What follows belongs to an exercise in optimizing a design on an open flow for small area and a short achievable clock period; a production flow would make more cautious choices.
Power figures rest on the tool's default switching activity, not on a simulated workload.

== build 86 ==
==> flow/design.v (excerpt) <==
module dfc_codec (
  input  wire         clk,
  input  wire         rst,
  input  wire         wr_valid,
  input  wire [511:0] wr_data,
  input  wire [1:0]   wr_dir,
  input  wire         wr_poison,
  output wire         wr_out_valid,
  output wire [127:0] wr_cb,
  input  wire         rd_valid,
  input  wire [639:0] rd_word,
  input  wire         rd_mark_valid,
  input  wire [3:0]   rd_mark_dev,
  output wire         rd_out_valid,
  output wire [511:0] rd_data,
  output wire [1:0]   rd_dir,
  output wire         rd_poison,
  output wire [1:0]   rd_status,
  output wire [3:0]   rd_dev
);
Size: ~6800 cells after synthesis, ~1800 I/O pins.
export LEC_CHECK = 0
export CAP_MARGIN = 20
export CORE_AREA = 5 5 635 635
export DIE_AREA = 0 0 640 640
export PLACE_DENSITY = 0.6
export SETUP_SLACK_MARGIN = 5
export SLEW_MARGIN = 20
export BUFFER_PORTS_ARGS = -buffer_cell sky130_fd_sc_hd__buf_1
create_clock -name core_clock -period 10.0 [get_ports {clk}]
standard.sh (not shown) runs the stock make flow with config.mk's settings and CLKGATE_MAP_FILE= SYNTH_SCRIPT=/design/flow/synth_recipe.tcl, a recipe that flattens the netlist after the stock synthesis.
==> flow/flow/run.sh <==
#!/bin/bash
# The standard layout (standard.sh), with these changes to how it is made:
#  - synthesis is the standard flow's synthesis script with ABC run on flow/abc.script, a
#    delay-targeted mapping, instead of ORFS's abc_speed script; every other
#    synthesis step (and so every register) is as in the standard synthesis;
#  - the port buffers that buffer_ports inserts are sky130_fd_sc_hd__buf_1
#    instead of the tool's default choice;
set -euo pipefail
W=$PWD
cat >> config.mk <<'EOC'
export BUFFER_PORTS_ARGS = -buffer_cell sky130_fd_sc_hd__buf_1
EOC
export FLOW_FLOW_ABC_SCRIPT=$W/flow/abc.script
{ head -n 1 synth_recipe.tcl; cat flow/abc_proc.tcl; tail -n +2 synth_recipe.tcl; } > own_synth.tcl
M=$(cat flow/setup_margin)
sed -e "s#SYNTH_SCRIPT=[^ ]*#SYNTH_SCRIPT=$W/own_synth.tcl#" -e "s#SETUP_SLACK_MARGIN=[^ ]*#SETUP_SLACK_MARGIN=$M#" standard.sh > own_standard.sh
grep -q "SETUP_SLACK_MARGIN=$M " own_standard.sh
grep -q "SYNTH_SCRIPT=$W/own_synth.tcl" own_standard.sh
bash own_standard.sh > standard.log 2>&1
==> flow/flow/abc.script <==
strash
dch
map -D 2500
topo
buffer -c
stime -c
upsize -c
dnsize -c
==> flow/flow/abc_proc.tcl <==
# Run ABC with this flow's own script (flow/abc.script) in place of ORFS's.
# It maps only the combinational logic; the registers are left as they are.
proc abc {args} {
  set i [lsearch -exact $args -script]
  if {$i >= 0} { lset args [expr {$i + 1}] $::env(FLOW_FLOW_ABC_SCRIPT) }
  yosys abc {*}$args
}
==> flow/flow/setup_margin <==
5
Build 86 completed; timing, DRC and antenna clean
#### Input delta (build 34 over build 86)
- PLACE_DENSITY: 0.6 -> 0.75
==> notes.md <==
- Each of the runs, namely build 34 and build 86, reached the end of the flow and came out clean.
- Of build 34 and build 86, the run reporting the lower largest fanout on the critical path was build 34.
- Global-route track usage on met1 ended up 0.16 points lower on build 34 than on build 86.
- Row fraction of cell area in non-clock buffers: build 34 higher / build 86 lower
- Proportion of power drawn by the clock network sits lower in build 34 than in build 86.
diff inputs: build 34 => build 36
- PLACE_DENSITY changed from 0.75 to 0.6
==> flow/flow/setup_margin <==
4.5
==> comparison <==
Build 36: full flow OK, the timing, design-rule and antenna checks passed
When the final numbers for build 34 and build 36 were put side by side, the post-detailed-routing wire length turned out to be smaller in build 36.
Between build 36 and build 34, it is build 36 whose combinational power is lower, by about 17%.
Against build 34, build 36 reports a total power that is lower.
Per the comparison of build 36 with build 34, fill cell instance count of the final layout climbed 1072, combined global-route utilization of all metal layers dropped 0.36 points.
Min data-path buffer share of cell area in the final layout across build 34 and build 36: build 36
The area overhead of the layout relative to synthesis reported for build 36 is smaller than that of build 34 by 16 points.
For maximum operating frequency, dividing the value from build 34 by the value from build 36 gives 1.09.
Build 34 → build 36: switching power as a share of total power now sits higher; wire length of the first global-routing pass decreased about 1.7%.
No run of this note included a check of the RTL's function; only the layout flow was run.

-- separate check: timing with driven ports --
The flow's constraints put no driver on any port. The routed layouts listed below were extracted and timed again, unchanged, in two steps. Step 1: set_driving_cell puts a clkbuf_16 on clk and a buf_2 on each other input, an assumption about the parent block. Step 2, shift: input delay + t, output delay - t, t = (earliest + latest rising clock arrival at the registers) / 2. This alone moves slack from input paths to output paths. Slacks: ideal ports / drivers / drivers and shift; pairs: ideal ports / drivers.
| run | shift t [ns] | slack for setup (ns) | worst register clock-pin slew, ns | worst data-port slew with drivers (ns) |
|---|---|---|---|---|
| build 86 | 0.967 | 4.863 / 4.808 / 3.842 | 0.08 / 0.08 | 0.41 |
| build 34 | 0.913 | 4.836 / 4.708 / 3.795 | 0.08 / 0.08 | 0.43 |
| build 36 | 0.931 | 4.389 / 4.315 / 3.383 | 0.07 / 0.07 | 0.53 |
After both steps every run listed still meets setup and hold. For build 34, which loses most, drivers alone change the setup slack by -0.128 ns; drivers and shift together by -1.041 ns.
